Background: an optimization exercise with open tools, aiming at small area and few clock cycles per item. Do not read the settings as production practice.
In this exercise RTL edits were held to simulation tests only and were not proved equivalent to the original.

==> flow/design.v <==
module aes_sbox (
  input  wire [7:0] in,
  output wire [7:0] out
);
  wire U0 = in[7], U1 = in[6], U2 = in[5], U3 = in[4], U4 = in[3], U5 = in[2], U6 = in[1], U7 = in[0];
  wire T1, T2, T3, T4, T5, T6, T7, T8, T9, T10, T11, T12, T13, T14, T15, T16;
  wire T17, T18, T19, T20, T21, T22, T23, T24, T25, T26, T27, M1, M2, M3, M4, M5;
  wire M6, M7, M8, M9, M10, M11, M12, M13, M14, M15, M16, M17, M18, M19, M20, M21;
  wire M22, M23, M24, M25, M26, M27, M28, M29, M30, M31, M32, M33, M34, M35, M36, M37;
  wire M38, M39, M40, M41, M42, M43, M44, M45, M46, M47, M48, M49, M50, M51, M52, M53;
  wire M54, M55, M56, M57, M58, M59, M60, M61, M62, M63, L0, L1, L2, L3, L4, L5;
  wire L6, L7, L8, L9, L10, L11, L12, L13, L14, L15, L16, L17, L18, L19, L20, L21;
  wire L22, L23, L24, L25, L26, L27, L28, L29;
  g_xor2 u_t1 (.a(U0), .b(U3), .y(T1));
  g_xor2 u_t2 (.a(U0), .b(U5), .y(T2));
  g_xor2 u_t3 (.a(U0), .b(U6), .y(T3));
  g_xor2 u_t4 (.a(U3), .b(U5), .y(T4));
  g_xor2 u_t5 (.a(U4), .b(U6), .y(T5));
  g_xor2 u_t6 (.a(T1), .b(T5), .y(T6));
  g_xor2 u_t7 (.a(U1), .b(U2), .y(T7));
  g_xor2 u_t8 (.a(U7), .b(T6), .y(T8));
  g_xor2 u_t9 (.a(U7), .b(T7), .y(T9));
  g_xor2 u_t10 (.a(T6), .b(T7), .y(T10));
  g_xor2 u_t11 (.a(U1), .b(U5), .y(T11));
  g_xor2 u_t12 (.a(U2), .b(U5), .y(T12));
  g_xor2 u_t13 (.a(T3), .b(T4), .y(T13));
  g_xor2 u_t14 (.a(T6), .b(T11), .y(T14));
  g_xor2 u_t15 (.a(T5), .b(T11), .y(T15));
  g_xor2 u_t16 (.a(T5), .b(T12), .y(T16));
  g_xor2 u_t17 (.a(T9), .b(T16), .y(T17));
  g_xor2 u_t18 (.a(U3), .b(U7), .y(T18));
  g_xor2 u_t19 (.a(T7), .b(T18), .y(T19));
  g_xor2 u_t20 (.a(T1), .b(T19), .y(T20));
  g_xor2 u_t21 (.a(U6), .b(U7), .y(T21));
  g_xor2 u_t22 (.a(T7), .b(T21), .y(T22));
  g_xor2 u_t23 (.a(T2), .b(T22), .y(T23));
  g_xor2 u_t24 (.a(T2), .b(T10), .y(T24));
  g_xor2 u_t25 (.a(T20), .b(T17), .y(T25));
  g_xor2 u_t26 (.a(T3), .b(T16), .y(T26));
  g_xor2 u_t27 (.a(T1), .b(T12), .y(T27));
  g_nand2 u_m1 (.a(T13), .b(T6), .y(M1));
  g_nand2 u_m2 (.a(T23), .b(T8), .y(M2));
  g_xnor2 u_m3 (.a(T14), .b(M1), .y(M3));
  g_nand2 u_m4 (.a(T19), .b(U7), .y(M4));
  g_xor2 u_m5 (.a(M4), .b(M1), .y(M5));
  g_nand2 u_m6 (.a(T3), .b(T16), .y(M6));
  g_nand2 u_m7 (.a(T22), .b(T9), .y(M7));
  g_xnor2 u_m8 (.a(T26), .b(M6), .y(M8));
  g_nand2 u_m9 (.a(T20), .b(T17), .y(M9));
  g_xor2 u_m10 (.a(M9), .b(M6), .y(M10));
  g_nand2 u_m11 (.a(T1), .b(T15), .y(M11));
  g_nand2 u_m12 (.a(T4), .b(T27), .y(M12));
  g_xor2 u_m13 (.a(M12), .b(M11), .y(M13));
  g_nand2 u_m14 (.a(T2), .b(T10), .y(M14));
  g_xor2 u_m15 (.a(M14), .b(M11), .y(M15));
  g_xnor2 u_m16 (.a(M3), .b(M2), .y(M16));
  g_xor2 u_m17 (.a(M5), .b(T24), .y(M17));
  g_xnor2 u_m18 (.a(M8), .b(M7), .y(M18));
  g_xor2 u_m19 (.a(M10), .b(M15), .y(M19));
  g_xor2 u_m20 (.a(M16), .b(M13), .y(M20));
  g_xor2 u_m21 (.a(M17), .b(M15), .y(M21));
  g_xor2 u_m22 (.a(M18), .b(M13), .y(M22));
  g_xor2 u_m23 (.a(M19), .b(T25), .y(M23));
  g_xnor2 u_m24 (.a(M22), .b(M23), .y(M24));
  g_nand2 u_m25 (.a(M22), .b(M20), .y(M25));
  g_xor2 u_m26 (.a(M21), .b(M25), .y(M26));
  g_xnor2 u_m27 (.a(M20), .b(M21), .y(M27));
  g_xor2 u_m28 (.a(M23), .b(M25), .y(M28));
  g_nor2 u_m29 (.a(M28), .b(M27), .y(M29));
  g_nor2 u_m30 (.a(M26), .b(M24), .y(M30));
  g_nand2 u_m31 (.a(M20), .b(M23), .y(M31));
  g_nor2 u_m32 (.a(M27), .b(M31), .y(M32));
  g_xor2 u_m33 (.a(M27), .b(M25), .y(M33));
  g_nand2 u_m34 (.a(M21), .b(M22), .y(M34));
  g_nor2 u_m35 (.a(M24), .b(M34), .y(M35));
  g_xor2 u_m36 (.a(M24), .b(M25), .y(M36));
  g_xor2 u_m37 (.a(M21), .b(M29), .y(M37));
  g_xor2 u_m38 (.a(M32), .b(M33), .y(M38));
  g_xor2 u_m39 (.a(M23), .b(M30), .y(M39));
  g_xor2 u_m40 (.a(M35), .b(M36), .y(M40));
  g_xor2 u_m41 (.a(M38), .b(M40), .y(M41));
  g_xor2 u_m42 (.a(M37), .b(M39), .y(M42));
  g_xor2 u_m43 (.a(M37), .b(M38), .y(M43));
  g_xor2 u_m44 (.a(M39), .b(M40), .y(M44));
  g_xor2 u_m45 (.a(M42), .b(M41), .y(M45));
  g_nand2 u_m46 (.a(M44), .b(T6), .y(M46));
  g_nand2 u_m47 (.a(M40), .b(T8), .y(M47));
  g_nand2 u_m48 (.a(M39), .b(U7), .y(M48));
  g_nand2 u_m49 (.a(M43), .b(T16), .y(M49));
  g_nand2 u_m50 (.a(M38), .b(T9), .y(M50));
  g_nand2 u_m51 (.a(M37), .b(T17), .y(M51));
  g_nand2 u_m52 (.a(M42), .b(T15), .y(M52));
  g_nand2 u_m53 (.a(M45), .b(T27), .y(M53));
  g_nand2 u_m54 (.a(M41), .b(T10), .y(M54));
  g_nand2 u_m55 (.a(M44), .b(T13), .y(M55));
  g_nand2 u_m56 (.a(M40), .b(T23), .y(M56));
  g_nand2 u_m57 (.a(M39), .b(T19), .y(M57));
  g_nand2 u_m58 (.a(M43), .b(T3), .y(M58));
  g_nand2 u_m59 (.a(M38), .b(T22), .y(M59));
  g_nand2 u_m60 (.a(M37), .b(T20), .y(M60));
  g_nand2 u_m61 (.a(M42), .b(T1), .y(M61));
  g_nand2 u_m62 (.a(M45), .b(T4), .y(M62));
  g_nand2 u_m63 (.a(M41), .b(T2), .y(M63));
  g_xor2 u_l0 (.a(M61), .b(M62), .y(L0));
  g_xor2 u_l1 (.a(M50), .b(M56), .y(L1));
  g_xor2 u_l2 (.a(M46), .b(M48), .y(L2));
  g_xor2 u_l3 (.a(M47), .b(M55), .y(L3));
  g_xor2 u_l4 (.a(M54), .b(M58), .y(L4));
  g_xor2 u_l5 (.a(M49), .b(M61), .y(L5));
  g_xnor2 u_l6 (.a(M62), .b(L5), .y(L6));
  g_xnor2 u_l7 (.a(M46), .b(L3), .y(L7));
  g_xor2 u_l8 (.a(M51), .b(M59), .y(L8));
  g_xor2 u_l9 (.a(M52), .b(M53), .y(L9));
  g_xnor2 u_l10 (.a(M53), .b(L4), .y(L10));
  g_xnor2 u_l11 (.a(M60), .b(L2), .y(L11));
  g_xor2 u_l12 (.a(M48), .b(M51), .y(L12));
  g_xnor2 u_l13 (.a(M50), .b(L0), .y(L13));
  g_xor2 u_l14 (.a(M52), .b(M61), .y(L14));
  g_xnor2 u_l15 (.a(M55), .b(L1), .y(L15));
  g_xnor2 u_l16 (.a(M56), .b(L0), .y(L16));
  g_xnor2 u_l17 (.a(M57), .b(L1), .y(L17));
  g_xnor2 u_l18 (.a(M58), .b(L8), .y(L18));
  g_xnor2 u_l19 (.a(M63), .b(L4), .y(L19));
  g_xor2 u_l20 (.a(L0), .b(L1), .y(L20));
  g_xor2 u_l21 (.a(L1), .b(L7), .y(L21));
  g_xor2 u_l22 (.a(L3), .b(L12), .y(L22));
  g_xor2 u_l23 (.a(L18), .b(L2), .y(L23));
  g_xor2 u_l24 (.a(L15), .b(L9), .y(L24));
  g_xor2 u_l25 (.a(L6), .b(L10), .y(L25));
  g_xor2 u_l26 (.a(L7), .b(L9), .y(L26));
  g_xor2 u_l27 (.a(L8), .b(L10), .y(L27));
  g_xor2 u_l28 (.a(L11), .b(L14), .y(L28));
  g_xor2 u_l29 (.a(L11), .b(L17), .y(L29));
  g_xor2 u_s0 (.a(L6), .b(L24), .y(out[7]));
  g_xnor2 u_s1 (.a(L16), .b(L26), .y(out[6]));
  g_xnor2 u_s2 (.a(L19), .b(L28), .y(out[5]));
  g_xor2 u_s3 (.a(L6), .b(L21), .y(out[4]));
  g_xor2 u_s4 (.a(L20), .b(L22), .y(out[3]));
  g_xor2 u_s5 (.a(L25), .b(L29), .y(out[2]));
  g_xnor2 u_s6 (.a(L13), .b(L27), .y(out[1]));
  g_xnor2 u_s7 (.a(L6), .b(L23), .y(out[0]));
endmodule
module g_xor2  (input wire a, input wire b, output wire y); assign y = a ^ b;    endmodule
module g_xnor2 (input wire a, input wire b, output wire y); assign y = ~(a ^ b); endmodule
module g_nand2 (input wire a, input wire b, output wire y); assign y = ~(a & b); endmodule
module g_nor2  (input wire a, input wire b, output wire y); assign y = ~(a | b); endmodule
module aes128_core (
  input  wire         clk,
  input  wire         rst,         
  input  wire         in_valid,
  output wire         in_ready,
  input  wire [127:0] in_key,
  input  wire [127:0] in_block,
  output reg          out_valid,
  input  wire         out_ready,
  output wire [127:0] out_block
);
  reg         busy;
  reg  [3:0]  round;       
  reg [127:0] state;       
  reg [127:0] rkey;        
  wire accept = in_valid && in_ready;
  assign in_ready = !busy && (!out_valid || out_ready);
  reg [7:0] rcon;          
  always @* begin
    case (round)
      4'd0:    rcon = 8'h01;
      4'd1:    rcon = 8'h02;
      4'd2:    rcon = 8'h04;
      4'd3:    rcon = 8'h08;
      4'd4:    rcon = 8'h10;
      4'd5:    rcon = 8'h20;
      4'd6:    rcon = 8'h40;
      4'd7:    rcon = 8'h80;
      4'd8:    rcon = 8'h1b;
      default: rcon = 8'h36;
    endcase
  end
  wire [127:0] k_next;
  aes_key_step u_key (.k_in(busy ? rkey : in_key), .rcon(rcon), .k_out(k_next));
  wire [127:0] s_next;     
  aes_round u_round (
    .s_in(state), .k_in(rkey), .s_out(s_next), .s_last(out_block)
  );
  always @(posedge clk) begin
    if (rst) begin
      busy      <= 1'b0;
      round     <= 4'd0;
      out_valid <= 1'b0;
    end else begin
      if (out_valid && out_ready)
        out_valid <= 1'b0;
      if (accept) begin
        busy  <= 1'b1;
        round <= 4'd1;
      end else if (busy) begin
        if (round == 4'd9) begin
          busy      <= 1'b0;
          round     <= 4'd0;
          out_valid <= 1'b1;
        end else begin
          round <= round + 4'd1;
        end
      end
    end
  end
  always @(posedge clk) begin
    if (accept) begin
      state <= in_block ^ in_key;
      rkey  <= k_next;
    end else if (busy) begin
      state <= s_next;
      rkey  <= k_next;
    end
  end
endmodule
module aes_key_step (
  input  wire [127:0] k_in,
  input  wire [7:0]   rcon,
  output wire [127:0] k_out
);
  genvar i, b;
  wire [31:0] kw0 = k_in[127:96];
  wire [31:0] kw1 = k_in[95:64];
  wire [31:0] kw2 = k_in[63:32];
  wire [31:0] kw3 = k_in[31:0];
  wire [31:0] rot = {kw3[23:0], kw3[31:24]};
  wire [31:0] sub;
  wire [31:0] nw0, nw1, nw2, nw3, t0;
  generate
    for (i = 0; i < 4; i = i + 1) begin : g_ks
      aes_sbox u_sbox (.in(rot[31-8*i -: 8]), .out(sub[31-8*i -: 8]));
    end
    for (b = 0; b < 32; b = b + 1) begin : g_kx
      if (b >= 24) begin : g_rc
        g_xor2 u_rc (.a(kw0[b]), .b(rcon[b-24]), .y(t0[b]));
      end else begin : g_norc
        assign t0[b] = kw0[b];
      end
      g_xor2 u_w0 (.a(t0[b]),  .b(sub[b]), .y(nw0[b]));
      g_xor2 u_w1 (.a(kw1[b]), .b(nw0[b]), .y(nw1[b]));
      g_xor2 u_w2 (.a(kw2[b]), .b(nw1[b]), .y(nw2[b]));
      g_xor2 u_w3 (.a(kw3[b]), .b(nw2[b]), .y(nw3[b]));
    end
  endgenerate
  assign k_out = {nw0, nw1, nw2, nw3};
endmodule
module aes_round (
  input  wire [127:0] s_in,
  input  wire [127:0] k_in,
  output wire [127:0] s_out,
  output wire [127:0] s_last
);
  genvar i, b, n;
  wire [127:0] sb;
  generate
    for (i = 0; i < 16; i = i + 1) begin : g_sub
      aes_sbox u_sbox (.in(s_in[127-8*i -: 8]), .out(sb[127-8*i -: 8]));
    end
  endgenerate
  wire [127:0] sr;
  generate
    for (i = 0; i < 16; i = i + 1) begin : g_shift
      localparam integer R = i % 4;
      localparam integer C = i / 4;
      localparam integer SRC = 4 * ((C + R) % 4) + R;
      assign sr[127-8*i -: 8] = sb[127-8*SRC -: 8];
    end
  endgenerate
  generate
    for (b = 0; b < 128; b = b + 1) begin : g_ark
      g_xor2 u_h (.a(sr[b]), .b(k_in[b]), .y(s_last[b]));
    end
  endgenerate
  generate
    for (i = 0; i < 4; i = i + 1) begin : g_mix
      wire [31:0] a = sr[127-32*i -: 32];
      wire [31:0] h = s_last[127-32*i -: 32];
      wire [31:0] u;        
      wire [31:0] x;        
      wire [7:0]  t;
      wire [31:0] f;
      for (b = 0; b < 4; b = b + 1) begin : g_byte
        localparam integer HI = 31 - 8*b;              
        localparam integer NX = 31 - 8*((b + 1) % 4);  
        wire [7:0] ub = u[HI -: 8];
        for (n = 0; n < 8; n = n + 1) begin : g_u
          g_xor2 u_u (.a(a[HI-7+n]), .b(a[NX-7+n]), .y(u[HI-7+n]));
        end
        assign x[HI-7] = ub[7];
        g_xor2 u_x1 (.a(ub[0]), .b(ub[7]), .y(x[HI-6]));
        assign x[HI-5] = ub[1];
        g_xor2 u_x3 (.a(ub[2]), .b(ub[7]), .y(x[HI-4]));
        g_xor2 u_x4 (.a(ub[3]), .b(ub[7]), .y(x[HI-3]));
        assign x[HI:HI-2] = ub[6:4];
        for (n = 0; n < 8; n = n + 1) begin : g_o
          g_xor2 u_f (.a(t[n]), .b(x[HI-7+n]), .y(f[HI-7+n]));
          g_xor2 u_o (.a(f[HI-7+n]), .b(h[HI-7+n]), .y(s_out[127-32*i-8*b-7+n]));
        end
      end
      for (b = 0; b < 8; b = b + 1) begin : g_t
        g_xor2 u_t (.a(u[24+b]), .b(u[8+b]), .y(t[b]));
      end
    end
  endgenerate
endmodule
==> flow/flow/run.sh <==
#!/bin/bash
# The standard layout, with the port buffers made of buf_2 cells rather than
# the delay-buffer cells that buffer_ports picks on its own.
set -euo pipefail
bash standard.sh BUFFER_PORTS_ARGS="-buffer_cell sky130_fd_sc_hd__buf_2" finish > flow_make.log 2>&1
==> flow/standard.sh <==
#!/bin/bash
# synth_recipe.tcl (not shown) runs the flow's synth.tcl, then flattens the netlist and writes it again
# the make line also repeats each setting of config.mk as NAME=value (left out here)
make -C /OpenROAD-flow-scripts/flow DESIGN_CONFIG=/design/flow/config.mk WORK_HOME=/design/flow/orfs CLKGATE_MAP_FILE= SYNTH_SCRIPT=/design/flow/synth_recipe.tcl "${@:-finish}"
==> flow/config.mk <==
export PLATFORM = sky130hd
export DESIGN_NAME = aes128_core
export DESIGN_NICKNAME = aes128_core
export VERILOG_FILES = /design/flow/design.v
export SDC_FILE = /design/flow/constraint.sdc
export NUM_CORES = 8
export LEC_CHECK = 0
export CAP_MARGIN = 20
export CORE_MARGIN = 2
export CORE_UTILIZATION = 45
export PLACE_DENSITY = 0.55
export SLEW_MARGIN = 20
export SYNTH_HIERARCHICAL = 1
export SYNTH_MINIMUM_KEEP_SIZE = 0
==> flow/constraint.sdc <==
create_clock -name core_clock -period 8.0 [get_ports {clk}]
set_input_delay 1.6000 -clock core_clock [delete_from_list [all_inputs] [get_ports {clk}]]
set_output_delay 1.6000 -clock core_clock [all_outputs]
set_load 0.01 [all_outputs]
==> impl_metrics.env, run 1 <==
export IMPL_drive_gt1_frac=0.177
export IMPL_cpPeakStageDelay_ps=500
export IMPL_place_worst_setup_slack_ps=92.9
export IMPL_critPathBufInv=2
export IMPL_max_cap_violations=0
export IMPL_path_max_fanout=5
export IMPL_final_hold_violation_count=0
export IMPL_tritoncts="done"
export IMPL_via_count=29800
export IMPL_arrival_ps=6140
export IMPL_post_drt_wl_per_cell_um=23.0
export IMPL_yosys_warnings=7
export IMPL_path_common_cell="xor2_1"
export IMPL_grt_pass1_vias=29300
export IMPL_routed_via_density=5.14
export IMPL_outcome="finished clean"
export IMPL_die_w_um=293
export IMPL_io_buffer_count=389
export IMPL_clock_sinks=262
export IMPL_gp_congestion=0.989
export IMPL_stdcell_area_um2=43900
export IMPL_cp_top_family="XOR/XNOR gates"
export IMPL_fmaxAchievable_mhz=129
export IMPL_worst_clock_skew_ps=25.8
export IMPL_required_ps=6400
export IMPL_grtUsageTotal=0.300
export IMPL_overflow=0
export IMPL_drt_wl_total_mm=134
export IMPL_yosysSeqAreaShare=0.207
export IMPL_row_count=106
export IMPL_dp_cells=5727
export IMPL_worstMarginPinSlew_ps=1080
export IMPL_ios=390
export IMPL_criticalPathCategory="reg2out"
export IMPL_antenna_found_initial=2
export IMPL_htree_levels=2
export IMPL_path_cells="xor2_2 > xor2_1 > buf_4 > xor2_1 > nand2_1 > xor2_1 > xor2_1 > xor2_2 > xnor2_1 > xor2_1 > xor2_2 > xor2_1 > xor2_1 > nand2_1 > xor2_1 > xor2_1 > xor2_2 > xor2_1 > buf_2"
export IMPL_clockBufferDepth=3
export IMPL_dieHeight_um=293
export IMPL_hold_path_class="reg2reg"
export IMPL_finalCritPeriodShare=0.968
export IMPL_path_clk_slew_ps=60
export IMPL_postRouteAntennaNets=0
export IMPL_final_common_cell="xor2_1"
export IMPL_remaining_drc_errors=0
export IMPL_clock_latency_ps=580
export IMPL_grt_pass1_wl_mm=191
export IMPL_fin_ws_ps=255
export IMPL_grt_max_degree=159
export IMPL_final_cell_mix="2122 x xor2_1, 605 x nand2_1, 505 x xnor2_1"
export IMPL_r2r_slack_ps=800
export IMPL_setup_worst_path_end_class="primary output"
export IMPL_n_antenna_cell=0
export IMPL_cts_root_buf="clkbuf_16"
export IMPL_crit_slowest_cell="edfxtp_1"
export IMPL_ctsHoldBuffers=0
export IMPL_core_um2=83300
export IMPL_drv_slew=0
export IMPL_syn_inst=4168
export IMPL_drt_iter0_markers=2502
export IMPL_syn_nets=4430
export IMPL_netlist_area_um2=37600
export IMPL_cp_start_kind="flop"
export IMPL_setup_viol=0
export IMPL_drtPass1Iterations=6
export IMPL_hpwl_mm=111
export IMPL_fin_cells=5794
export IMPL_synth_cell_type_count=30
export IMPL_start_util=0.452
export IMPL_dieArea_um2=86000
export IMPL_synth_area_per_cell_um2=9.03
export IMPL_yosys_register_bits=262
export IMPL_period_minus_slack_ps=7740
export IMPL_fillerInstances=7992
export IMPL_dpl_cell_area_um2=41800
export IMPL_synthToLayoutAreaGrowth_pct=16.7
export IMPL_final_nets=4949
export IMPL_cts_buffers=37
export IMPL_tns_ps=0
export IMPL_slew_headroom=0.280
per-layer routing:
| layer | track usage | wire length [um] | vias up |
|---|---|---|---|
| li1 | - | - | 14200 |
| met3 | 0.0318 | 7240 | 181 |
| met1 | 0.412 | 59800 | 14400 |
| met4 | 0.0997 | 5030 | 2 |
| met2 | 0.490 | 61400 | 984 |
| met5 | 0 | 11 | - |
layout make-up:
class | instances | area (um2) | share of cell area
Clock buffer | 49 | 1030 | 0.0235
Multi-Input combinational cell | 3843 | 30400 | 0.692
Sequential cell | 262 | 7810 | 0.178
Timing Repair Buffer | 542 | 3110 | 0.0708
Tap cell | 1080 | 1350 | 0.0308
Clock inverter | 17 | 218 | 0.00496
Inverter | 1 | 3.75 | 0.0000855
worst reg2reg max path: stages, from the launching register on:
cell and delay, ps:
dfxtp_4 770, mux2_2 550, xor2_1 440, xor2_1 400
xor2_1 310, nand2_1 110, xor2_1 190, xor2_1 190
xor2_1 230, xnor2_1 210, xor2_1 200, xor2_1 390
xor2_1 320, xor2_1 220, nand2_1 120, xor2_1 390
xor2_1 230, xor2_1 190, xor2_1 300, xor2_1 590
xor2_1 480, xor2_1 130
Yosys cell counts:
master	number	area, um2
a21oi_1	259	1300
inv_1	1	3.75
and4bb_1	1	12.5
buf_2	23	115
nand2b_1	4	25.0
mux2_1	6	67.6
and2_1	2	12.5
o21ai_0	4	20.0
a2111oi_2	1	15.0
dfxtp_1	6	120
a211oi_1	2	15.0
mux2_2	124	1400
o21ai_1	1	5.00
buf_6	1	11.3
xnor2_1	529	4630
nor2_1	84	315
ha_1	2	25.0
a21o_1	1	7.51
nor2b_1	4	25.0
nor3_1	1	5.00
or3_1	1	6.26
clkbuf_1	27	101
o21bai_1	1	7.51
nor2b_2	1	8.76
edfxtp_1	256	7690
nor3b_1	1	7.51
nand2_1	605	2270
xor2_1	2208	19300
and4b_1	1	10.0
buf_4	11	82.6
state kept, by name (all words and copies together) (netlist names):
name / flops
busy: 1
out_valid: 1
rkey: 128
round: 4
state: 128
cells by family (layout without fill, tap and decap cells):
logic type               count (synthesis)  in the layout  synth area share
AO/OA/AOI/OAI                          269            269            0.0363
XOR/XNOR                              2737           2737             0.637
adder cells (fa/ha/maj)                  2              2          0.000665
buffers and inverters                   63            609           0.00834
flip-flops                             262            262             0.207
multiplexers                           130            130            0.0389
AND/OR/NAND/NOR                        705            705            0.0717
Yosys stat by module, one instance, submodules excluded, a selection:
module,flops+latches,copies in the design,cell area [um2],cells
aes128_core,262,1,12300,880
g_nand2,0,600,3.75,1
g_nor2,0,80,3.75,1
g_xnor2,0,400,8.76,1
g_xor2,0,2208,8.76,1
through the flow:
stage / hold slack, ps / util
6_report: 618 / 0.527
3_3_place_gp: 604 / 0.502
3_5_place_dp: 597 / 0.502
2_1_floorplan: 584 / -
4_1_cts: 611 / 0.517
5_1_grt: 679 / 0.527
final timing paths:
kind | startpoint | to | depth (start not counted)
setup / recovery | state[41] | out_block[107] | 19
hold / removal | round[1] | round[1] | 2
setup reg to reg | busy | rkey[27] | 21
hold reg to reg | round[1] | round[1] | 2
what timing repair did:
action,4_1_cts,5_1_grt
pin swaps,0,0
setup endpoints to repair,1,113
buffers inserted,0,1
gates resized for setup,1,111
Testbench counts, summed over its fixed seeds: cycles 19,208, items 1,920.
==> run 2: changes to the inputs <==
==> flow/flow/run.sh (replaced) <==
#!/bin/bash
# The standard layout, with the port buffers made of buf_1 cells rather than
# the delay-buffer cells that buffer_ports picks on its own.
set -euo pipefail
bash standard.sh BUFFER_PORTS_ARGS="-buffer_cell sky130_fd_sc_hd__buf_1" finish > flow_make.log 2>&1
==> run 2 against run 1 <==
Still clean on timing, DRC and antenna. Register-to-register slack about the same. Sequential cell count unchanged. Routed wire length shrank 0.97%. Critical path depth up 1. Fmax is essentially flat. Non-clock buffer count down 23. Die area did not move. Hold slack improved by 19 ps. Critical endpoint is now out_block[2].
==> impl_metrics.env, run 2 <==
export IMPL_outcome="finished clean"
export IMPL_row_count=106
export IMPL_cts_buffers=36
export IMPL_remaining_drc_errors=0
export IMPL_core_um2=83300
export IMPL_arrival_ps=6140
export IMPL_multi_input_area_um2=30400
export IMPL_cp_endpoint="out_block[2]"
export IMPL_gp_congestion=1.00
export IMPL_async_flop_share=0
export IMPL_path_cells="xor2_2 > xor2_1 > buf_4 > xor2_1 > nand2_1 > xor2_1 > xor2_1 > xor2_1 > xnor2_1 > xor2_1 > xor2_1 > xor2_1 > xor2_1 > nand2_1 > xnor2_2 > xor2_1 > xor2_1 > buf_4 > xor2_1 > buf_1"
export IMPL_drt_wl_total_mm=132
export IMPL_final_common_cell="xor2_1"
export IMPL_crit_slowest_cell="edfxtp_1"
export IMPL_tritoncts="done"
export IMPL_worstMarginPinSlew_ps=928
export IMPL_yosys_register_bits=262
export IMPL_fin_ws_ps=261
export IMPL_ctsHoldBuffers=0
export IMPL_synth_most_common_cell="xor2_1"
export IMPL_grtUsageTotal=0.298
export IMPL_synthToLayoutAreaGrowth_pct=14.8
export IMPL_r2r_cells=21
export IMPL_dieHeight_um=293
export IMPL_drtPass1Iterations=5
export IMPL_cp_start_kind="flop"
export IMPL_netlist_area_um2=37600
export IMPL_dieArea_um2=86000
export IMPL_tns_ps=0
export IMPL_clock_sinks=262
export IMPL_grt_pass1_vias=29000
export IMPL_dr_max_layer_used="met5"
export IMPL_routed_wl_met2_mm=61.2
export IMPL_final_hold_violation_count=0
export IMPL_syn_inst=4168
export IMPL_grt_pass1_wl_mm=191
export IMPL_ios=390
export IMPL_required_ps=6400
export IMPL_synth_top_area_frac=0.514
export IMPL_path_clk_slew_ps=60
export IMPL_setup_worst_path_end_class="primary output"
export IMPL_slew_headroom=0.381
export IMPL_reg_top3="rkey: 128 flops, state: 128 flops, round: 4 flops"
export IMPL_seq_area_um2=7810
export IMPL_yosysTopAreaCell="xor2_1"
export IMPL_io_buffer_count=389
export IMPL_post_drt_wl_per_cell_um=22.9
export IMPL_place_worst_setup_slack_ps=231
export IMPL_yosys_warnings=7
export IMPL_synth_area_per_cell_um2=9.03
export IMPL_met1_length_mm=59.3
export IMPL_synthTopCellsByCount="2208 x xor2_1, 605 x nand2_1, 529 x xnor2_1, 259 x a21oi_1, 256 x edfxtp_1"
export IMPL_synth_cell_type_count=30
export IMPL_die_w_um=293
export IMPL_fin_cells=5768
export IMPL_overflow=0
export IMPL_fin_util=0.519
export IMPL_start_util=0.452
export IMPL_period_minus_slack_ps=7740
export IMPL_routed_via_density=5.11
export IMPL_syn_nets=4430
export IMPL_final_cell_mix="2121 x xor2_1, 605 x nand2_1, 506 x xnor2_1"
export IMPL_r2r_end="rkey[8]"
export IMPL_cpPeakStageDelay_ps=510
export IMPL_final_nets=4925
export IMPL_fillerInstances=8039
export IMPL_drv_slew=0
export IMPL_clockBufferDepth=3
export IMPL_hold_path_class="reg2reg"
export IMPL_yosysSeqAreaShare=0.207
export IMPL_via_count=29500
export IMPL_cp_depth=20
export IMPL_postRouteAntennaNets=0
export IMPL_r2r_slack_ps=810
export IMPL_max_cap_violations=0
export IMPL_path_max_fanout=5
export IMPL_clock_latency_ps=570
export IMPL_htree_levels=2
export IMPL_fmaxAchievable_mhz=129
export IMPL_finalCritPeriodShare=0.967
export IMPL_drive_gt1_frac=0.0903
export IMPL_drt_iter0_markers=2241
export IMPL_grt_max_degree=102
export IMPL_critPathBufInv=3
export IMPL_cp_top_family="XOR/XNOR gates"
export IMPL_setup_viol=0
export IMPL_hpwl_mm=110
export IMPL_worst_clock_skew_ps=27.6
export IMPL_path_common_cell="xor2_1"
export IMPL_synth_area_leaders="xor2_1 51%, edfxtp_1 20%, xnor2_1 12%"
export IMPL_dp_cells=5704
export IMPL_criticalPathCategory="reg2out"
export IMPL_cp_startpoint="state[36]"
export IMPL_stdcell_area_um2=43200
export IMPL_synthFlopType="edfxtp_1"
export IMPL_cts_root_buf="clkbuf_16"
export IMPL_synth_edff_count=256
export IMPL_r2r_start="busy"
export IMPL_wl_met3_mm=6.94
export IMPL_dpl_cell_area_um2=41200
export IMPL_antenna_found_initial=4
==> run 2: what timing repair did <==
item,in CTS,in global routing
pin swaps,0,1
setup endpoints to repair,2,109
gates resized for setup,1,111
buffers inserted,0,1
==> run 2: cell type report <==
type,count,share of cell area
clock buffer,39,0.0216
antenna,3,0.000174
sequential,262,0.181
clock inverter,21,0.00533
timing repair buffer,519,0.0572
inverter,1,0.0000869
tap,1080,0.0313
multi-input combinational,3843,0.704
==> run 2: cell families after synthesis <==
kind of cell	Yosys count	share of synthesized area
simple gates	705	0.0717
mux	130	0.0389
xor+xnor	2737	0.637
flops	262	0.207
fa+ha+maj	2	0.000665
buf+inv	63	0.00834
compound gates	269	0.0363
==> run 2: worst min path at each step <==
stage                         from  endpoint  slack [ps]  depth (start not counted)
after floorplan               busy  round[1]         580                          3
after global routing      round[1]  round[1]         660                          2
after detailed placement  round[1]  round[1]         620                          2
final                     round[1]  round[1]         640                          2
after global placement    round[1]  round[1]         610                          2
after CTS                 round[1]  round[1]         630                          2
==> run 2: worst min-delay path: stages (launching register included) <==
cell and delay [ps]:
dfxtp_1 420, nand2_1 100, a211oi_1 60
==> run 2: layer usage <==
metal  vias to the layer above  track usage
met5                         -            0
met2                       908        0.486
met3                       171       0.0312
met4                         4       0.0964
met1                     14200        0.413
li1                      14200            -
==> run 2: modules after synthesis (local to each module, per instance), a selection <==
module / cells / area, um2
g_nor2: 1 / 3.75
g_xnor2: 1 / 8.76
aes128_core: 880 / 12300
g_nand2: 1 / 3.75
g_xor2: 1 / 8.76
==> run 2: metrics by stage <==
step,hold WS (ps)
CTS,627
floorplan,584
global placement,609
global route,660
detailed placement,617
finish,637
==> run 3: changes to the inputs <==
--- a/flow/design.v
+++ b/flow/design.v
@@ -165,22 +165,24 @@
   always @* begin
     case (round)
-      4'd0:    rcon = 8'h01;
-      4'd1:    rcon = 8'h02;
-      4'd2:    rcon = 8'h04;
-      4'd3:    rcon = 8'h08;
-      4'd4:    rcon = 8'h10;
-      4'd5:    rcon = 8'h20;
-      4'd6:    rcon = 8'h40;
-      4'd7:    rcon = 8'h80;
-      4'd8:    rcon = 8'h1b;
-      default: rcon = 8'h36;
+      4'd2:    rcon = 8'h02;
+      4'd3:    rcon = 8'h04;
+      4'd4:    rcon = 8'h08;
+      4'd5:    rcon = 8'h10;
+      4'd6:    rcon = 8'h20;
+      4'd7:    rcon = 8'h40;
+      4'd8:    rcon = 8'h80;
+      4'd9:    rcon = 8'h1b;
+      4'd10:   rcon = 8'h36;
+      default: rcon = 8'h01;
     endcase
   end
   wire [127:0] k_next;
   aes_key_step u_key (.k_in(busy ? rkey : in_key), .rcon(rcon), .k_out(k_next));
-  wire [127:0] s_next;     
-  aes_round u_round (
-    .s_in(state), .k_in(rkey), .s_out(s_next), .s_last(out_block)
+  wire [127:0] s_mixed;
+  aes_mix_ark u_mix (
+    .a(state), .k(rkey), .s_out(s_mixed), .s_last(out_block)
   );
+  wire [127:0] s_next;
+  aes_sub_shift u_sub (.s_in(busy ? s_mixed : (in_block ^ in_key)), .s_out(s_next));
   always @(posedge clk) begin
     if (rst) begin
@@ -193,7 +195,7 @@
       if (accept) begin
         busy  <= 1'b1;
-        round <= 4'd1;
+        round <= 4'd2;
       end else if (busy) begin
-        if (round == 4'd9) begin
+        if (round == 4'd10) begin
           busy      <= 1'b0;
           round     <= 4'd0;
@@ -206,8 +208,5 @@
   end
   always @(posedge clk) begin
-    if (accept) begin
-      state <= in_block ^ in_key;
-      rkey  <= k_next;
-    end else if (busy) begin
+    if (accept || busy) begin
       state <= s_next;
       rkey  <= k_next;
@@ -246,11 +245,9 @@
   assign k_out = {nw0, nw1, nw2, nw3};
 endmodule
-module aes_round (
+module aes_sub_shift (
   input  wire [127:0] s_in,
-  input  wire [127:0] k_in,
-  output wire [127:0] s_out,
-  output wire [127:0] s_last
+  output wire [127:0] s_out
 );
-  genvar i, b, n;
+  genvar i;
   wire [127:0] sb;
   generate
@@ -258,22 +255,27 @@
       aes_sbox u_sbox (.in(s_in[127-8*i -: 8]), .out(sb[127-8*i -: 8]));
     end
-  endgenerate
-  wire [127:0] sr;
-  generate
     for (i = 0; i < 16; i = i + 1) begin : g_shift
       localparam integer R = i % 4;
       localparam integer C = i / 4;
       localparam integer SRC = 4 * ((C + R) % 4) + R;
-      assign sr[127-8*i -: 8] = sb[127-8*SRC -: 8];
+      assign s_out[127-8*i -: 8] = sb[127-8*SRC -: 8];
     end
   endgenerate
+endmodule
+module aes_mix_ark (
+  input  wire [127:0] a,
+  input  wire [127:0] k,
+  output wire [127:0] s_out,
+  output wire [127:0] s_last
+);
+  genvar i, b, n;
   generate
     for (b = 0; b < 128; b = b + 1) begin : g_ark
-      g_xor2 u_h (.a(sr[b]), .b(k_in[b]), .y(s_last[b]));
+      g_xor2 u_h (.a(a[b]), .b(k[b]), .y(s_last[b]));
     end
   endgenerate
   generate
     for (i = 0; i < 4; i = i + 1) begin : g_mix
-      wire [31:0] a = sr[127-32*i -: 32];
+      wire [31:0] ac = a[127-32*i -: 32];
       wire [31:0] h = s_last[127-32*i -: 32];
       wire [31:0] u;        
@@ -286,5 +288,5 @@
         wire [7:0] ub = u[HI -: 8];
         for (n = 0; n < 8; n = n + 1) begin : g_u
-          g_xor2 u_u (.a(a[HI-7+n]), .b(a[NX-7+n]), .y(u[HI-7+n]));
+          g_xor2 u_u (.a(ac[HI-7+n]), .b(ac[NX-7+n]), .y(u[HI-7+n]));
         end
         assign x[HI-7] = ub[7];
--- a/flow/config.mk
+++ b/flow/config.mk
@@ -8,6 +8,6 @@
 export CAP_MARGIN = 20
 export CORE_MARGIN = 2
-export CORE_UTILIZATION = 45
-export PLACE_DENSITY = 0.55
+export CORE_UTILIZATION = 60
+export PLACE_DENSITY = 0.7
 export SLEW_MARGIN = 20
 export SYNTH_HIERARCHICAL = 1
==> run 3 against run 2 <==
Sequential share of layout area up 0.63 points. Global-route usage is 6.2 points higher. Non-clock buffer count shrank 9. Largest cell class unchanged. Via count decreased by 0.94%. Final cell count down 4.3%. Still clean on timing, DRC and antenna. Area after synthesis decreased by 0.22%.
==> impl_metrics.env, run 3 <==
export IMPL_outcome="finished clean"
export IMPL_drt_iter0_markers=2083
export IMPL_syn_nets=4422
export IMPL_clock_sinks=262
export IMPL_cp_startpoint="in_key[9]"
export IMPL_fillerInstances=5407
export IMPL_antenna_found_initial=7
export IMPL_fmaxAchievable_mhz=136
export IMPL_post_cts_setup_buffers=0
export IMPL_path_clk_slew_ps=60
export IMPL_final_hold_violation_count=0
export IMPL_worstMarginPinSlew_ps=1070
export IMPL_overflow=0
export IMPL_grt_max_degree=128
export IMPL_setup_worst_path_end_class="flop"
export IMPL_final_cell_mix="2208 x xor2_1, 731 x nand2_1, 528 x xnor2_1"
export IMPL_yosysSeqAreaShare=0.208
export IMPL_tns_ps=0
export IMPL_hpwl_mm=102
export IMPL_dieHeight_um=254
export IMPL_required_ps=8280
export IMPL_final_nets=4923
export IMPL_cts_resized=0
export IMPL_synth_top_area_frac=0.515
export IMPL_drive_gt1_frac=0.0652
export IMPL_hold_path_class="reg2reg"
export IMPL_io_buffer_count=389
export IMPL_slew_headroom=0.277
export IMPL_grt_pass1_vias=28400
export IMPL_drt_wl_total_mm=120
export IMPL_cts_buffers=34
export IMPL_postRouteAntennaNets=0
export IMPL_core_um2=61800
export IMPL_start_util=0.608
export IMPL_ios=390
export IMPL_dp_cells=5458
export IMPL_reg_top3="rkey: 128 flops, state: 128 flops, round: 4 flops"
export IMPL_fin_util=0.675
export IMPL_hold_start="round[1]"
export IMPL_finalCritPeriodShare=0.922
export IMPL_hold_path_depth=2
export IMPL_synthToLayoutAreaGrowth_pct=11.2
export IMPL_post_drt_wl_per_cell_um=21.8
export IMPL_r2r_start="state[103]"
export IMPL_synth_area_per_cell_um2=9.04
export IMPL_yosys_warnings=7
export IMPL_routed_via_density=5.29
export IMPL_remaining_drc_errors=0
export IMPL_netlist_area_um2=37600
export IMPL_synthTopCellsByCount="2208 x xor2_1, 731 x nand2_1, 528 x xnor2_1, 256 x edfxtp_1, 127 x mux2_2"
export IMPL_arrival_ps=7650
export IMPL_grtUsageTotal=0.360
export IMPL_cp_start_kind="input port"
export IMPL_synth_area_leaders="xor2_1 51%, edfxtp_1 20%, xnor2_1 12%"
export IMPL_worst_clock_skew_ps=21.3
export IMPL_gp_congestion=1.04
export IMPL_die_w_um=254
export IMPL_htree_levels=2
export IMPL_clock_latency_ps=550
export IMPL_rsz0062_at_grt="no"
export IMPL_via_count=29200
export IMPL_r2r_cells=22
export IMPL_path_max_fanout=5
export IMPL_yosys_register_bits=262
export IMPL_dieArea_um2=64600
export IMPL_synth_cell_type_count=34
export IMPL_period_minus_slack_ps=7380
export IMPL_row_count=91
export IMPL_syn_inst=4156
export IMPL_synthFlopType="edfxtp_1"
export IMPL_ctsHoldBuffers=0
export IMPL_fin_cells=5521
export IMPL_setup_viol=0
export IMPL_tritoncts="done"
export IMPL_clockBufferDepth=3
export IMPL_max_cap_violations=0
export IMPL_drtPass1Iterations=6
export IMPL_drv_slew=0
export IMPL_final_common_cell="xor2_1"
export IMPL_yosysTopAreaCell="xor2_1"
export IMPL_synth_most_common_cell="xor2_1"
export IMPL_async_flop_share=0
export IMPL_criticalPathCategory="in2reg"
export IMPL_cts_root_buf="clkbuf_16"
export IMPL_grt_pass1_wl_mm=173
export IMPL_synth_edff_count=256
## run 3: kinds of logic (layout without fill, tap and decap cells)
kind of cell | count (synthesis) | after routing | synth area share
compound gates | 143 | 143 | 0.0199
xor+xnor | 2736 | 2736 | 0.638
fa+ha+maj | 6 | 6 | 0.00200
buf+inv | 49 | 574 | 0.00936
flops | 262 | 262 | 0.208
mux | 129 | 129 | 0.0387
other cells | 0 | 3 | 0
simple gates | 831 | 831 | 0.0843
## run 3: worst paths after layout
check	end	slack, ps
max reg2reg	state[20]	680
min reg2reg	round[1]	600
min	round[1]	600
max	rkey[22]	620
## run 3: layout make-up
type / count / area, um2 / share of cell area
multi-input cells: 3845 / 29400 / 0.704
flip-flops and latches: 262 / 7810 / 0.187
repair buffers: 510 / 2410 / 0.0576
well taps: 837 / 1050 / 0.0251
clock buffers: 38 / 887 / 0.0212
clock inverters: 22 / 174 / 0.00416
inverters: 4 / 15.0 / 0.000360
diodes: 3 / 7.51 / 0.000180
## run 3: layer usage
layer,part of all wire,global-route usage
met1,0.42,0.464
met3,0.064,0.0498
met5,0.000092,0
met2,0.46,0.599
met4,0.049,0.168
## run 3: critical path, cell delays in order
cell and delay (ps):
buf_1 110, mux2_2 330, xor2_1 340, xor2_1 500, xor2_1 360, xor2_1 210, xor2_1 200, xor2_1 400
xnor2_1 240, xor2_1 210, xor2_1 380, xor2_1 290, xor2_1 220, nand2_1 120, xor2_1 350, xnor2_1 190
xnor2_1 170, xor2_1 400, xor2_1 490, xor2_1 410, xor2_1 120
## run 3: modules after synthesis, one instance, submodules excluded, a selection
module / cell area (um2) / cells
g_xnor2: 8.76 / 1
g_nand2: 3.75 / 1
g_nor2: 3.75 / 1
g_xor2: 8.76 / 1
aes128_core: 12200 / 868
## run 3: stage by stage
stage                     instance area, um2  hold WS (ps)  setup WS (ps)
after floorplan                        37600           522           1250
after global placement                 40700           567            207
after detailed placement               40700           578            172
after CTS                              41800           593            732
after global routing                   41800           627            175
final                                  41800           596            625
Testbench counts of run 3, summed over its fixed seeds: cycles 19,208, items 1,920.
==> run 4: changes to the inputs <==
--- a/flow/config.mk
+++ b/flow/config.mk
@@ -8,6 +8,6 @@
 export CAP_MARGIN = 20
 export CORE_MARGIN = 2
-export CORE_UTILIZATION = 60
-export PLACE_DENSITY = 0.7
+export CORE_UTILIZATION = 45
+export PLACE_DENSITY = 0.55
 export SLEW_MARGIN = 20
 export SYNTH_HIERARCHICAL = 1
==> run 4 against run 3 <==
Register-to-register slack improved by 130 ps. Routed wire length increased by 5.5%. Area after synthesis unchanged. Fmax increased by 0.73%. Critical path type unchanged. Critical path depth increased by 4. First-iteration DRC count decreased by 12%. Synthesized cell count unchanged.
==> impl_metrics.env, run 4 <==
export IMPL_drt_wl_total_mm=127
export IMPL_yosysSeqAreaShare=0.208
export IMPL_dieHeight_um=293
export IMPL_synthToLayoutAreaGrowth_pct=13.0
export IMPL_synth_area_leaders="xor2_1 51%, edfxtp_1 20%, xnor2_1 12%"
export IMPL_cpPeakStageDelay_ps=660
export IMPL_grtUsageTotal=0.286
export IMPL_routed_via_density=4.97
export IMPL_synth_cell_type_count=34
export IMPL_core_um2=82400
export IMPL_syn_inst=4156
export IMPL_post_cts_setup_buffers=0
export IMPL_tns_ps=0
export IMPL_final_nets=4952
export IMPL_path_common_cell="xor2_1"
export IMPL_ctsHoldBuffers=0
export IMPL_remaining_drc_errors=0
export IMPL_reg_top3="rkey: 128 flops, state: 128 flops, round: 4 flops"
export IMPL_worstMarginPinSlew_ps=1080
export IMPL_synth_area_per_cell_um2=9.04
export IMPL_synth_edff_count=256
export IMPL_rsz0062_at_grt="no"
export IMPL_r2r_slack_ps=810
export IMPL_stdcell_area_um2=42500
export IMPL_grt_pass1_vias=28600
export IMPL_setup_worst_path_end_class="flop"
export IMPL_yosys_warnings=7
export IMPL_path_max_fanout=4
export IMPL_postRouteAntennaNets=0
export IMPL_multi_input_area_um2=29400
export IMPL_io_buffer_count=389
export IMPL_outcome="finished clean"
export IMPL_netlist_area_um2=37600
export IMPL_async_flop_share=0
export IMPL_fillerInstances=8128
export IMPL_final_cell_mix="2208 x xor2_1, 731 x nand2_1, 528 x xnor2_1"
export IMPL_hold_path_class="reg2reg"
export IMPL_die_w_um=293
export IMPL_synth_top_area_frac=0.515
export IMPL_hold_path_depth=2
export IMPL_htree_levels=2
export IMPL_hold_start="round[0]"
export IMPL_seq_area_um2=7810
export IMPL_slew_headroom=0.269
export IMPL_r2r_end="state[82]"
export IMPL_ios=390
export IMPL_synthFlopType="edfxtp_1"
export IMPL_row_count=105
export IMPL_drtPass1Iterations=6
export IMPL_drt_iter0_markers=1842
export IMPL_grt_pass1_wl_mm=183
export IMPL_cts_resized=0
export IMPL_tritoncts="done"
export IMPL_arrival_ps=7600
export IMPL_required_ps=8270
export IMPL_dieArea_um2=85800
export IMPL_cp_start_kind="input port"
export IMPL_fmaxAchievable_mhz=137
export IMPL_finalCritPeriodShare=0.915
export IMPL_synth_most_common_cell="xor2_1"
export IMPL_clock_sinks=262
export IMPL_clockBufferDepth=3
export IMPL_yosysTopAreaCell="xor2_1"
export IMPL_yosys_register_bits=262
export IMPL_overflow=0
export IMPL_cts_buffers=37
export IMPL_hpwl_mm=108
export IMPL_critPathBufInv=4
export IMPL_synthTopCellsByCount="2208 x xor2_1, 731 x nand2_1, 528 x xnor2_1, 256 x edfxtp_1, 127 x mux2_2"
export IMPL_grt_max_degree=155
export IMPL_max_cap_violations=0
export IMPL_via_count=28700
export IMPL_r2r_cells=22
export IMPL_min_to="round[0]"
export IMPL_drv_slew=0
export IMPL_criticalPathCategory="in2reg"
export IMPL_antenna_found_initial=2
export IMPL_syn_nets=4422
export IMPL_cp_depth=25
export IMPL_r2r_start="state[39]"
export IMPL_final_hold_violation_count=0
export IMPL_start_util=0.456
export IMPL_worst_clock_skew_ps=28.1
export IMPL_setup_viol=0
export IMPL_clock_latency_ps=570
export IMPL_cts_root_buf="clkbuf_16"
export IMPL_final_common_cell="xor2_1"
export IMPL_dpl_cell_area_um2=41200
export IMPL_cp_top_family="XOR/XNOR gates"
export IMPL_path_clk_slew_ps=60
export IMPL_post_drt_wl_per_cell_um=21.9
export IMPL_period_minus_slack_ps=7320
export IMPL_drive_gt1_frac=0.0717
export IMPL_gp_congestion=0.984
export IMPL_crit_slowest_cell="xor2_1"
==> run 4: cell count changes in the layout (fill, tap and decap cells not counted) <==
cell        change
diode_2         -1
bufinv_16       +3
clkinvlp_4      +1
clkbuf_1        +2
buf_4          +25
clkbuf_16       +4
buf_12          +1
clkinv_1        -2
clkinv_2        -2
clkinv_4        +1
==> run 4: per-module statistics from Yosys, one instance, submodules excluded, a selection <==
module       flip-flops and latches  copies in the design  cells  cell area, um2
g_xor2                            0                  2208      1            8.76
g_nor2                            0                    80      1            3.75
g_nand2                           0                   600      1            3.75
aes128_core                     262                     1    868           12200
g_xnor2                           0                   400      1            8.76
==> run 4: layout make-up <==
type / instances / area share
diodes: 2 / 0.000118
clock buffers: 44 / 0.0234
clock inverters: 23 / 0.00619
inverters: 4 / 0.000354
multi-input cells: 3845 / 0.693
flip-flops and latches: 262 / 0.184
well taps: 1070 / 0.0315
repair buffers: 536 / 0.0616
==> run 4: layer usage <==
layer  routed length [um]  GRT usage  vias to the layer above
met5                    0          0                        -
met1                55500      0.377                    13700
met4                 4040     0.0866                        0
li1                     -          -                    14100
met3                 6160     0.0283                      128
met2                61000      0.494                      737
==> run 4: worst reg2reg max path, stage by stage, from the launching register on <==
cell and delay [ps]:
edfxtp_1 470, xor2_1 580, xor2_1 500, xor2_1 230, xor2_1 160, nand2_1 60
o21ai_0 220, xor2_1 530, xor2_1 500, xor2_1 340, nand2_1 110, xor2_1 280
xor2_1 210, xor2_1 390, xnor2_1 230, xor2_1 210, xor2_1 380, xor2_1 350
xor2_1 220, nand2_1 130, xnor2_1 540, xor2_1 150, xor2_1 170
==> run 4: how the worst max path moves through the flow <==
| stage | startpoint | slack, ps | endpoint |
|---|---|---|---|
| floorplan | in_key[4] | 1250 | rkey[10] |
| global placement | in_key[9] | 260 | rkey[19] |
| detailed placement | in_key[13] | 210 | rkey[19] |
| CTS | in_key[13] | 770 | rkey[19] |
| global route | busy | 270 | rkey[19] |
| finish | in_key[25] | 680 | rkey[6] |
==> run 4: cells by family (layout without fill, tap and decap cells) <==
| family | after synthesis | count (layout) | synth area share |
|---|---|---|---|
| other | 0 | 2 | 0 |
| buffers and inverters | 49 | 607 | 0.00936 |
| flip-flops | 262 | 262 | 0.208 |
| AO/OA/AOI/OAI | 143 | 143 | 0.0199 |
| multiplexers | 129 | 129 | 0.0387 |
| adder cells (fa/ha/maj) | 6 | 6 | 0.00200 |
| XOR/XNOR | 2736 | 2736 | 0.638 |
| AND/OR/NAND/NOR | 831 | 831 | 0.0843 |
==> run 4: metrics by stage <==
stage               utilization  std cells  hold WS (ps)  setup slack [ps]
floorplan                     -       4156           522              1250
global placement          0.500       5717           583               256
detailed placement        0.500       5717           589               214
CTS                       0.515       5784           596               773
global route              0.515       5784           632               266
finish                    0.515       5786           597               678

## re-timing with driven ports
The flow's constraints put no driver on any port. The routed layouts listed below were extracted and timed again, unchanged, in two steps.
Step 1 (the two cells are an assumption about what drives the block):
set clk [get_ports {clk}]
set_driving_cell -lib_cell sky130_fd_sc_hd__clkbuf_16 $clk
set_driving_cell -lib_cell sky130_fd_sc_hd__buf_2 [delete_from_list [all_inputs] $clk]
Step 2 times the ports against the registers' clock, not the clock port: input delays grow and output delays shrink by t, the midpoint of the rising clock arrivals with the driver on.
Slacks: ideal / step 1 / step 2; pairs: ideal / step 1.
run | shift t [ns] | slack for setup (ns) | hold WS [ns] | worst setup path at the end | latest minus earliest clock arrival (ns)
run 1 | 0.627 | 0.255 / 0.190 / 0.008 | 0.618 / 0.618 / 0.618 | input to register | 0.025 / 0.026
run 2 | 0.626 | 0.261 / 0.196 / 0.151 | 0.637 / 0.637 / 0.637 | input to register | 0.028 / 0.028
run 3 | 0.599 | 0.625 / 0.666 / 0.066 | 0.596 / 0.596 / 0.596 | input to register | 0.022 / 0.021
run 4 | 0.625 | 0.678 / 0.724 / 0.099 | 0.597 / 0.597 / 0.597 | input to register | 0.029 / 0.029
After both steps setup and hold are still met in every run listed. The setup slack of run 4, which loses most, moves by +0.046 ns with the drivers and by -0.579 ns with both steps.
